Context: an optimization exercise on an open-source flow, tuned for small area and few clock cycles per item. The choices shown serve that exercise and are no tape-out recipe.
In this exercise RTL edits were held to simulation tests only and were not proved equivalent to the original.
No activity file was given, so power comes from the tool's default toggle rates.

File: flow/design.v
module krc_coder (
    input             clk,
    input             rst,           
    input             in_valid,
    output            in_ready,
    input             in_first,      
    input             in_last,       
    input             in_nb,         
    input      [1:0]  in_qsel,       
    input      [15:0] in_kinit,      
    input      [1:0]  in_col,
    input      [15:0] in_v,
    input      [15:0] in_p,
    input      [17:0] in_g,
    output reg        rec_valid,
    output reg [15:0] rec_data,
    output            out_valid,
    output     [31:0] out_data,
    output     [2:0]  out_nbytes,
    output            out_last
);
    localparam BUFW = 72;            
    reg        nb_r;
    reg [1:0]  qsel_r;
    reg [15:0] kinit_r;
    reg [5:0]  ctx0_r;               
    reg [5:0]  ctx_n [0:63];
    reg [21:0] ctx_b [0:63];         
    reg [BUFW-1:0] bbuf;             
    reg [6:0]      nbits;
    reg            flush;            
    wire emit_full = flush ? (nbits > 7'd32) : (nbits >= 7'd32);
    wire emit_last = flush && (nbits <= 7'd32);
    wire emit      = emit_full || emit_last;
    assign out_valid  = emit;
    assign out_data   = bbuf[BUFW-1 -: 32];
    assign out_nbytes = emit_last ? ((nbits[5:0] + 6'd7) >> 3) : 3'd4;
    assign out_last   = emit_last;
    wire        nb    = in_first ? in_nb    : nb_r;
    wire [1:0]  qsel  = in_first ? in_qsel  : qsel_r;
    wire [16:0] e17;                                     
    radd #(17) u_sub (.a({1'b0, in_v}), .b({1'b1, ~in_p}), .ci(1'b1), .s(e17), .co());
    wire        s    = nb ? e17[16] : e17[15];           
    wire [16:0] x    = e17 ^ {17{s}};
    reg  [2:0]  cadd;                                    
    always @(*) begin
        casez ({nb, s, qsel})
            4'b0???:          cadd = 3'd0;
            4'b1000, 4'b1001: cadd = 3'd1;
            4'b1010, 4'b1011: cadd = 3'd2;
            4'b1100:          cadd = 3'd0;
            4'b1101, 4'b1110: cadd = 3'b111;
            default:          cadd = 3'b110;
        endcase
    end
    wire [16:0] dvd;
    wire        dco;
    radd #(17) u_dvd (.a(x), .b({{14{cadd[2]}}, cadd}), .ci(1'b0), .s(dvd), .co(dco));
    wire        neg  = cadd[2] & ~dco;                   
    reg [16:0] q3, q5, qa;
    reg [1:0]  r3;
    reg [2:0]  r5, rem;
    reg        b;
    integer j;
    always @(*) begin
        r3 = 2'd0;
        r5 = 3'd0;
        for (j = 16; j >= 0; j = j - 1) begin
            b     = dvd[j];
            q3[j] = r3[1] | (r3[0] & b);
            r3    = {(r3[0] & ~b) | (r3[1] & b), (~r3[1] & ~r3[0] & b) | (r3[1] & ~b)};
            q5[j] = r5[2] | (r5[1] & r5[0]) | (r5[1] & b);
            r5    = {(~r5[2] & r5[1] & ~r5[0] & ~b) | (r5[2] & b),
                     (~r5[2] & ~r5[1] & r5[0]) | (r5[1] & r5[0] & b) | (r5[2] & ~b),
                     (~r5[2] & ~r5[1] & b) | (r5[1] & r5[0] & ~b) | (r5[2] & ~b)};
        end
        casez ({nb, qsel})
            3'b0??:  begin qa = dvd;               rem = 3'd0;             end
            3'b100:  begin qa = {1'b0, dvd[16:1]}; rem = {2'b0, dvd[0]};   end
            3'b101:  begin qa = q3;                rem = {1'b0, r3};       end
            3'b110:  begin qa = {2'b0, dvd[16:2]}; rem = {1'b0, dvd[1:0]}; end
            default: begin qa = q5;                rem = r5;               end
        endcase
    end
    wire [2:0]  h      = {1'b0, nb & qsel[1], nb & ~qsel[1]};
    wire [3:0]  d      = neg ? {2'b00, x[0], ~x[0]}
                       : s   ? ({1'b0, rem} - {1'b0, h}) : ({1'b0, h} - {1'b0, rem});
    wire [16:0] r17;
    wire        rco;
    radd #(17) u_rec (.a({1'b0, in_v}), .b({{13{d[3]}}, d}), .ci(1'b0), .s(r17), .co(rco));
    wire [15:0] rec_v  = (d[3] & ~rco) ? 16'd0 : r17[16] ? 16'hffff : r17[15:0];
    wire [16:0] m = {(neg ? 16'd0 : qa[15:0]), s & ~neg};
    reg [3:0] cls;
    always @(*) begin
        casez (in_g[8:0])
            9'b1????????: cls = 4'd14;
            9'b01???????: cls = {3'd6, in_g[6]};
            9'b001??????: cls = {3'd5, in_g[5]};
            9'b0001?????: cls = {3'd4, in_g[4]};
            9'b00001????: cls = {3'd3, in_g[3]};
            9'b000001???: cls = {3'd2, in_g[2]};
            9'b0000001??: cls = {3'd1, in_g[1]};
            9'b00000001?: cls = 4'd1;
            default:      cls = 4'd0;
        endcase
        if (|in_g[17:9])
            cls = 4'd15;
    end
    wire [5:0]  ctx     = {in_col, cls};
    wire [3:0]  kin_col = in_first ? in_kinit[4*in_col +: 4] : kinit_r[4*in_col +: 4];
    wire [63:0] sel;
    genvar gi, gj;
    generate
        for (gi = 0; gi < 64; gi = gi + 1) begin : SEL
            assign sel[gi] = (ctx == gi);
        end
    endgenerate
    wire [27:0] rd;
    generate
        for (gj = 0; gj < 28; gj = gj + 1) begin : RD
            wire [65:0] t;
            wire [21:0] n3;
            wire [5:0]  n4;
            for (gi = 0; gi < 66; gi = gi + 1) begin : T
                if (gi < 64)
                    assign t[gi] = sel[gi] & (gj < 6 ? ctx_n[gi][gj % 6] : ctx_b[gi][(gj - 6) % 22]);
                else
                    assign t[gi] = 1'b0;
            end
            for (gi = 0; gi < 22; gi = gi + 1) begin : G3
                assign n3[gi] = ~(t[3*gi] | t[3*gi+1] | t[3*gi+2]);
            end
            for (gi = 0; gi < 5; gi = gi + 1) begin : G4
                assign n4[gi] = ~&n3[4*gi +: 4];
            end
            assign n4[5] = ~&n3[21:20];
            assign rd[gj] = |n4;
        end
    endgenerate
    wire        ok      = |rd[5:0];                     
    wire        is_ctx0 = (ctx == ctx0_r) && !in_first;
    wire [5:0]  cur_n   = in_first ? 6'd1 : ok ? rd[5:0] : {4'd0, is_ctx0, ~is_ctx0};
    wire [21:0] cur_b   = ((ok || is_ctx0) && !in_first) ? rd[27:6] : ~(22'h3fffff << kin_col);
    wire [21:0] bhi;                                     
    assign bhi[21] = cur_b[21];
    generate
        for (gi = 20; gi >= 0; gi = gi - 1) begin : BHI
            assign bhi[gi] = bhi[gi+1] | cur_b[gi];
        end
    endgenerate
    wire [15:0] kc;
    generate
        for (gi = 0; gi < 16; gi = gi + 1) begin : KCMP
            wire [6:0] ge;
            assign ge[0] = 1'b1;
            for (gj = 0; gj < 6; gj = gj + 1) begin : GE
                assign ge[gj+1] = (cur_b[gi+gj] & ~cur_n[gj]) | ((cur_b[gi+gj] | ~cur_n[gj]) & ge[gj]);
            end
            assign kc[gi] = bhi[gi+6] | ge[6];
        end
    endgenerate
    wire [4:0] k;
    assign k[4] = kc[15];
    assign k[3] = kc[7] & ~kc[15];
    assign k[2] = (kc[3] & ~kc[7]) | (kc[11] & ~kc[15]);
    assign k[1] = (kc[1] & ~kc[3]) | (kc[5] & ~kc[7]) | (kc[9] & ~kc[11]) | (kc[13] & ~kc[15]);
    assign k[0] = (kc[0] & ~kc[1]) | (kc[2] & ~kc[3]) | (kc[4] & ~kc[5]) | (kc[6] & ~kc[7]) |
                  (kc[8] & ~kc[9]) | (kc[10] & ~kc[11]) | (kc[12] & ~kc[13]) | (kc[14] & ~kc[15]);
    wire [21:0] sum_b;
    wire        sco;
    radd #(22) u_upd (.a(cur_b), .b({5'd0, m}), .ci(1'b0), .s(sum_b), .co(sco));
    wire        halve = &cur_n;
    wire [6:0]  n1    = {1'b0, cur_n} + 7'd1;              
    wire [5:0]  new_n = {n1[6] | n1[5], n1[4:0]};
    wire [21:0] new_b = halve ? {sco, sum_b[21:1]} : sum_b;
    wire [33:0] fun  = {m, 17'd0} >> k;          
    wire [16:0] u    = fun[33:17];
    wire        esc  = (|u[16:5]) || (u[4:3] == 2'b11);
    wire short_code = !esc && !u[4] && !k[4];
    assign in_ready = (!flush || emit_last) && ((nbits < 7'd64) || short_code);
    wire take = in_valid && in_ready;
    wire [16:0] tail = {17{take}} & (esc ? m : {1'b1, fun[16:1]});    
    wire [4:0]  tpos = {5{take}} & (esc ? 5'd24 : u[4:0]);            
    wire [4:0]  tlen = {5{take}} & (esc ? 5'd17 : k + 5'd1);          
    wire [6:0]      nb_sh  = emit_last ? 7'd0 : emit_full ? (nbits - 7'd32) : nbits;
    wire [BUFW-1:0] buf_sh = emit ? {bbuf[BUFW-33:0], 32'd0} : bbuf;
    wire [5:0]      pos    = nb_sh[5:0] + {1'b0, tpos};       
    wire [BUFW-1:0] ins    = {tail, {(BUFW-17){1'b0}}} >> pos;
    always @(posedge clk) begin
        if (rst) begin
            bbuf      <= {BUFW{1'b0}};
            nbits     <= 7'd0;
            flush     <= 1'b0;
            rec_valid <= 1'b0;
        end else begin
            if (emit_last)
                flush <= 1'b0;
            rec_valid <= take;
            bbuf      <= buf_sh | ins;
            nbits     <= {1'b0, pos} + {2'b0, tlen};
            if (take)
                flush <= in_last;
        end
    end
    always @(posedge clk) begin
        rec_data <= rec_v;
        if (take && in_first) begin
            ctx0_r  <= ctx;
            nb_r    <= in_nb;
            qsel_r  <= in_qsel;
            kinit_r <= in_kinit;
        end
    end
    wire [5:0] wr_n = in_first ? 6'd0 : new_n;
    integer c;
    always @(posedge clk) begin
        if (take) begin
            for (c = 0; c < 64; c = c + 1) begin
                if (sel[c] || in_first)
                    ctx_n[c] <= wr_n;
                if (sel[c])
                    ctx_b[c] <= new_b;
            end
        end
    end
endmodule
module radd #(parameter W = 8) (
    input  [W-1:0] a,
    input  [W-1:0] b,
    input          ci,
    output [W-1:0] s,
    output         co
);
    wire [W:0] c;
    assign c[0] = ci;
    genvar i;
    generate
        for (i = 0; i < W; i = i + 1) begin : FA
            assign s[i]   = a[i] ^ b[i] ^ c[i];
            assign c[i+1] = (a[i] & b[i]) | (a[i] & c[i]) | (b[i] & c[i]);
        end
    endgenerate
    assign co = c[W];
endmodule
File: flow/flow/run.sh
#!/bin/bash
# Own layout flow: the standard flow (standard.sh) with these changes:
#  - synthesis maps the logic with an area-oriented ABC script (amap; synth.tcl,
#    area.abc); the registers and their names are those of the standard
#    synthesis, which runs the same Yosys passes up to technology mapping;
#  - ports are buffered with the smallest buffer;
#  - the clock tree uses clkbuf_8 leaf buffers on clusters of up to 18
#    sinks, without dummy loads.
# Each step's full output goes to its own log in this folder (the ORFS logs
# are kept under orfs/logs as usual).
set -uo pipefail
W=$PWD
F=$W/flow
CTS="-sink_clustering_enable -repair_clock_nets -dont_use_dummy_load"
CTS="$CTS -buf_list sky130_fd_sc_hd__clkbuf_8 -sink_clustering_size 18 -sink_clustering_max_diameter 60"
VARS=(SYNTH_SCRIPT=$F/synth.tcl
      "BUFFER_PORTS_ARGS=-buffer_cell sky130_fd_sc_hd__buf_1"
      "CTS_ARGS=$CTS")
bash standard.sh "${VARS[@]}" synth > $W/own_synth.log 2>&1 || exit 1
bash standard.sh "${VARS[@]}" finish > $W/own_layout.log 2>&1 || exit 1
File: flow/flow/area.abc
strash
dch
amap -m -F 2000
topo
stime -c
File: flow/flow/synth.tcl
# The standard synthesis (synth_recipe.tcl), with ABC mapping the logic by
# an area-oriented script (area.abc beside this file) instead of ORFS's.
proc synth {args} { yosys synth -nofsm -noshare {*}$args }
set own_abc_script [file join [file dirname [file normalize [info script]]] area.abc]
proc abc {args} {
  global own_abc_script
  set i [lsearch -exact $args -script]
  if { $i >= 0 } {
    set args [lreplace $args [expr { $i + 1 }] [expr { $i + 1 }] $own_abc_script]
  }
  yosys abc {*}$args
}
source $::env(SCRIPTS_DIR)/synth.tcl
# left out here: clear keep_hierarchy, flatten, clean up, hide names made inside functions, write 1_2_yosys.v
File: flow/standard.sh
#!/bin/bash
# synth_recipe.tcl (not shown) runs the flow's synth.tcl, then flattens the netlist and writes it again
# the make line also repeats each setting of config.mk as NAME=value (left out here)
make -C /OpenROAD-flow-scripts/flow DESIGN_CONFIG=/design/flow/config.mk WORK_HOME=/design/flow/orfs CLKGATE_MAP_FILE= SYNTH_SCRIPT=/design/flow/synth_recipe.tcl "${@:-finish}"
File: flow/config.mk
export PLATFORM = sky130hd
export DESIGN_NAME = krc_coder
export DESIGN_NICKNAME = krc_coder
export VERILOG_FILES = /design/flow/design.v
export SDC_FILE = /design/flow/constraint.sdc
export NUM_CORES = 4
export LEC_CHECK = 0
export CAP_MARGIN = 20
export CORE_MARGIN = 2
export CORE_UTILIZATION = 65
export PLACE_DENSITY = 0.72
export SLEW_MARGIN = 20
File: flow/constraint.sdc
create_clock -name core_clock -period 60.0 [get_ports {clk}]
set_input_delay 12.0000 -clock core_clock [delete_from_list [all_inputs] [get_ports {clk}]]
set_output_delay 12.0000 -clock core_clock [all_outputs]
set_load 0.01 [all_outputs]
==> results of run 1 <==
==> layer usage <==
metal	up-vias	global-route usage (%)
met5	-	0.368
met4	10	12.1
met3	417	8.97
met2	3710	52.7
met1	23700	51.0
li1	20100	-
==> registers in the layout (all words and copies together), names as in the netlist <==
name       cells
bbuf          72
nbits          7
nb_r           1
ctx_b       1408
flush          1
qsel_r         2
ctx0_r         6
rec_data      16
ctx_n        384
rec_valid      1
kinit_r       16
==> stage by stage <==
step | total power, mW | utilization (%) | cells | hold slack, ps | cell area, um2
2_1_floorplan | 3.11 | - | 4386 | 438 | 74200
3_3_place_gp | 3.63 | 69.8 | 6187 | 448 | 78700
3_5_place_dp | 3.70 | 69.8 | 6187 | 457 | 78700
4_1_cts | 4.24 | 71.4 | 6318 | 470 | 80500
5_1_grt | 4.48 | 71.4 | 6321 | 501 | 80500
6_report | 4.28 | 71.4 | 6328 | 467 | 80600
==> tightest hold or removal path, cell delays in order, from the launching register on <==
cell      delay (ps)
dfxtp_1          310
clkinv_1          40
o22ai_1           60
==> power by group through the flow <==
stage                     sequential [mW]  combinational, mW  clock (mW)
after floorplan                      2.08               1.03           0
after global placement               2.04               1.59           0
after detailed placement             2.04               1.66           0
after CTS                            2.01               1.66       0.572
after global routing                 2.02               1.85       0.616
final                                2.01               1.70       0.568
==> synth_stat cells (all sizes together) (45+ instances only) <==
| cell type | instances |
|---|---|
| o21ai | 120 |
| or2 | 75 |
| dfxtp | 97 |
| nor2 | 289 |
| nand4 | 135 |
| a21oi | 105 |
| edfxtp | 1817 |
| o22ai | 194 |
| fa | 66 |
| nand2 | 135 |
| nor3 | 86 |
| a222oi | 631 |
| o221ai | 47 |
| clkinv | 210 |
| a22oi | 45 |
| o22a | 50 |
==> layout make-up <==
class / instances / area [um2]
antenna: 9 / 22.5
clock buffer: 131 / 1800
fill: 7128 / 32200
inverter: 210 / 788
multi-input combinational: 2230 / 17500
sequential: 1914 / 56500
tap: 1500 / 1880
timing repair buffer: 334 / 2030
==> cell families after synthesis <==
kind of cell,after synthesis,synth area share (%)
compound gates,1323,14.8
simple gates,812,5.37
flops,1914,76.2
buf+inv,242,1.39
fa+ha+maj,95,2.27
==> worst max path at each step <==
stage                       start  cells past startpoint  endpoint  slack (ps)
after global placement    in_v[0]                     82  in_ready       12190
after global routing      in_v[0]                     82  in_ready        9560
final                     in_v[0]                     82  in_ready       11440
after CTS                 in_v[0]                     82  in_ready       11550
after detailed placement  in_v[0]                     82  in_ready       11560
after floorplan           in_v[0]                     79  in_ready       13320
==> flow_summary.yaml, run 1 <==
outcome:
  status: "failed layout checks"
  violations: "capacitance limit, slew limit"
power:
  seqPwrFrac_pct: 47.0
  leakage_nw: 24.4
  p_int_mw: 2.63
  p_per_area_nw_per_um2: 53.2
  swShare_pct: 38.5
  peakVddDrop_uv: 110
  p_clk_share_pct: 13.3
  p_switching_mw: 1.65
  p_comb_share_pct: 39.7
grt:
  grt_pass1_wl_um: 296000
  grt_usage_pct: 35.1
  antenna_found_initial: 16
  grt_max_degree: 67
  gr-total-overflow: 0
  grt_pass1_vias: 44400
synthesis:
  synthArstFlopShare_pct: 0
  yosys-top-cells-area: "edfxtp_1, a222oi_1, dfxtp_1, fa_1, o22ai_1"
  syn_nets: 4557
  netlist_area_um2: 74200
  synth_cell_type_count: 48
  ys_ff_latch: 1914
  synth_cells: 4386
  synth_edf_count: 1817
  synth.top_cell.area_share_pct: 73.5
  ys_seq_area_share_pct: 76.2
  yosys_warnings: 3
  yosys.area.top_type: "edfxtp_1"
  synthFlopType: "edfxtp_1"
  synth_area_per_cell_um2: 16.9
die:
  rows: 123
  die_area_um2: 117000
  ioPinCount: 131
  coreArea_um2: 113000
  die_h_um: 342
  die_w_um: 342
  start_util_pct: 65.8
timing:
  setup-violations-final: 0
  clock_skew_ps: 124
  fmax_mhz: 20.6
  finalHoldViolCount: 0
  slew_headroom_pct: -0.269
  finalCritPeriodShare_pct: 80.9
  rsz0062_at_grt: "no"
  drv_slew: 1
  final.min_clock_period_ps: 48560
  tns_ps: 0
  tightest_slew_ps: 1490
  layout_setup_ws_ps: 11440
cts:
  cts-buffers-inserted: 131
  post_cts_buffers: 0
  clk_path_buf_depth: 3
  clkTransAtPathRegs_ps: 60
  htree_num_levels: 4
  cts_sinks: 1914
  cts_hold_buf: 0
  cts_tree: "yes"
  cts_resized: 0
  clkLatencyLatePin_ps: 900
  cts_root_buffer: "clkbuf_8"
detailed_routing:
  antenna_left: 0
  drt-vias-per-instance: 7.57
  dr_wl_met3_um: 30100
  drc: 0
  first_iter_violations: 10100
  top_layer_used: "met5"
  routed_wl_um: 207000
  dr.pass1.iters: 10
  met2_length_um: 92500
  post_drt_wl_per_cell_um: 32.6
  wirelength_met1_um: 76300
  vias: 47900
setup_path:
  rr_worst_depth: 91
  rr_endpoint: "ctx_b[50][20]"
  crit_top_cell: "fa_1"
  cp_data_arrival_time_ps: 36560
  crit_family: "adder cells"
  end_kind: "primary output"
  reg2reg_from: "nb_r"
  crit_buf_inv: 12
  crit_slowest_cell: "clkinv_1"
  crit_type: "input pin to primary output"
  cp_max_fo: 26
  regToRegSetupSlack_ps: 33370
  cp-start-kind: "input pin"
  crit_required_ps: 48000
  slowest_delay_ps: 780
flow_run:
  maxCapViolCount: 1
final_layout:
  final_cell_mix: "edfxtp_1, a222oi_1, nor2_1"
  syn_to_final_growth_pct: 8.59
  drive_gt1_share_pct: 10.5
  final_common_cell: "edfxtp_1"
  fin_nets: 4992
min_path:
  whs_path_depth: 2
  hold_class: "register to register"
  hold_end: "bbuf[6]"
  min_from: "bbuf[6]"
place:
  port_buffers: 129
  place_ws_ps: 11560
  routabilityCongestion: 0.947
  hpwl_um: 124000
Testbench counts, summed over its fixed seeds: cycles 139,277, items 139,264.
==> run 2, diff against run 1 <==
--- a/flow/config.mk
+++ b/flow/config.mk
@@ -6,7 +6,7 @@
 export NUM_CORES = 4
 export LEC_CHECK = 0
-export CAP_MARGIN = 20
+export CAP_MARGIN = 35
 export CORE_MARGIN = 2
 export CORE_UTILIZATION = 65
 export PLACE_DENSITY = 0.72
-export SLEW_MARGIN = 20
+export SLEW_MARGIN = 35
==> flow_summary.yaml, run 2 <==
timing:
  drv_slew: 0
  slew_headroom_pct: 37.5
  finalCritPeriodShare_pct: 80.5
  setup-violations-final: 0
  clock_skew_ps: 112
  tightest_slew_ps: 929
  rsz0062_at_grt: "no"
  layout_setup_ws_ps: 11730
  fmax_mhz: 20.7
  final.min_clock_period_ps: 48270
  tns_ps: 0
  finalHoldViolCount: 0
die:
  ioPinCount: 131
  die_w_um: 342
  coreArea_um2: 113000
  start_util_pct: 65.8
  die_area_um2: 117000
  die_h_um: 342
  rows: 123
detailed_routing:
  dr.pass1.iters: 11
  vias: 47700
  routed_wl_um: 207000
  drt-vias-per-instance: 7.54
  antenna_left: 0
  drc: 0
  first_iter_violations: 10100
  post_drt_wl_per_cell_um: 32.7
synthesis:
  synth_common_cells: "edfxtp_1, a222oi_1, nor2_1"
  yosys_warnings: 3
  synth_edf_count: 1817
  netlist_area_um2: 74200
  ys_ff_latch: 1914
  ys_seq_area_share_pct: 76.2
  synth.top_cell.area_share_pct: 73.5
  syn_nets: 4557
  synth_cell_type_count: 48
  synth_area_per_cell_um2: 16.9
  yosys-top-cells-area: "edfxtp_1, a222oi_1, dfxtp_1, fa_1, o22ai_1"
  yosys.area.top_type: "edfxtp_1"
  yosysMostFrequentCell: "edfxtp_1"
  synthArstFlopShare_pct: 0
  synth_cells: 4386
  synthFlopType: "edfxtp_1"
setup_path:
  reg2reg_from: "nb_r"
  crit_top_cell: "fa_1"
  cp_data_arrival_time_ps: 36270
  cp_max_fo: 33
  crit_slowest_cell: "clkinv_1"
  slowest_delay_ps: 810
  end_kind: "primary output"
  rr_worst_depth: 92
  crit_required_ps: 48000
  crit_type: "input pin to primary output"
  rr_endpoint: "ctx_b[57][20]"
  regToRegSetupSlack_ps: 33260
  cp-start-kind: "input pin"
final_layout:
  fin_nets: 4994
  regMostFlops: "ctx_b"
  seqCellArea_um2: 56500
  final_cell_mix: "edfxtp_1, a222oi_1, nor2_1"
  design_area_um2: 80700
  final_common_cell: "edfxtp_1"
  syn_to_final_growth_pct: 8.75
  nFillCells: 7079
  top_regs: "ctx_b (1408), ctx_n (384), bbuf (72)"
  drive_gt1_share_pct: 10.8
  multiInputGateArea_um2: 17600
  fin_util_pct: 71.5
  largest_register_ffs: 1408
outcome:
  status: "no timing/DRC/antenna violations"
cts:
  cts_hold_buf: 0
  cts_sinks: 1914
  cts-buffers-inserted: 131
  clkTransAtPathRegs_ps: 110
  post_cts_buffers: 0
  clk_path_buf_depth: 3
  cts_tree: "yes"
  clkLatencyLatePin_ps: 880
  cts_resized: 0
  htree_num_levels: 4
  cts_root_buffer: "clkbuf_8"
place:
  routabilityCongestion: 0.947
  placed_area_um2: 78800
  hpwl_um: 125000
  port_buffers: 129
  place_ws_ps: 11580
min_path:
  whs_path_depth: 2
  min_from: "bbuf[5]"
  hold_end: "bbuf[5]"
  hold_class: "register to register"
grt:
  grt_pass1_wl_um: 296000
  antenna_found_initial: 9
  grt_usage_pct: 35.1
  grt_pass1_vias: 44500
  gr-total-overflow: 0
  grt_max_degree: 67
power:
  peakVddDrop_uv: 113
  p_per_area_nw_per_um2: 53.1
  leakage_nw: 24.5
flow_run:
  maxCapViolCount: 0
[run 2: final cells by class]
type	count	area share, %
inverter	210	0.978
tap	1500	2.33
multi-input combinational	2230	21.9
timing repair buffer	336	2.56
clock buffer	131	2.23
antenna	4	0.0124
sequential	1914	70.0
[run 2: logic make-up (layout without fill, tap and decap cells)]
kind of cell | Yosys count | count (layout) | synth area share (%)
adder cells (fa/ha/maj) | 95 | 95 | 2.27
flip-flops | 1914 | 1914 | 76.2
AND/OR/NAND/NOR | 812 | 812 | 5.37
other | 0 | 4 | 0
buffers and inverters | 242 | 677 | 1.39
AO/OA/AOI/OAI | 1323 | 1323 | 14.8
[run 2: worst max-delay path by stage]
| stage | start | end | cells past startpoint |
|---|---|---|---|
| detailed placement | in_v[0] | in_ready | 82 |
| global route | in_v[0] | in_ready | 84 |
| CTS | in_v[0] | in_ready | 83 |
| floorplan | in_v[0] | in_ready | 79 |
| finish | in_v[0] | in_ready | 82 |
| global placement | in_v[0] | in_ready | 82 |
[run 2: routing by layer]
metal | global-route usage, % | up-vias | part of all wire (%)
met5 | 0 | - | 0.022
met4 | 13.2 | 8 | 4.2
met3 | 9.09 | 459 | 14
met2 | 52.2 | 3465 | 44
met1 | 50.9 | 23700 | 37
li1 | - | 20100 | -
[run 2: critical path, delay by kind of cell]
kind | cells | cell delay [ps]
buffers and inverters | 11 | 2510
adders and majority gates | 32 | 12470
and+or+nand+nor | 12 | 2140
AOI/OAI and AO/OA | 27 | 7140
[run 2: report_power, final]
part           total (mW)  switching [mW]  leakage, nW  internal (mW)
registers            2.01          0.0187         17.5           1.99
logic                1.71            1.26         6.05          0.444
clock network       0.569           0.372        0.942          0.197
[run 2: through the flow]
stage | hold slack [ps] | std cells | total power [mW]
after detailed placement | 452 | 6188 | 3.70
after global routing | 495 | 6322 | 4.49
final | 468 | 6325 | 4.29
after global placement | 448 | 6187 | 3.63
after CTS | 469 | 6319 | 4.25
after floorplan | 438 | 4386 | 3.11

[static timing again, ports no longer ideal]
Ports are ideal in the flow. The routed layouts listed here were re-timed in OpenROAD.
Step 1: set_driving_cell puts a clkbuf_16 on clk and a buf_2 on each other input, an assumption about the parent block.
Step 2 also shifts input and output timing later by t, the mid clock arrival at the registers, as if the neighbouring blocks saw the same clock.
Slacks: no drivers / after step 1 / after step 2; pairs: no drivers / after step 1.
run | t, ns | setup WS [ns] | worst register clock-pin slew, ns
run 1 | 0.922 | 11.444 / 11.415 / 11.415 | 0.12 / 0.12
run 2 | 0.908 | 11.727 / 11.702 / 11.702 | 0.11 / 0.11
For run 1, which loses most, drivers alone change the setup slack by -0.029 ns; drivers and shift together by -0.029 ns.
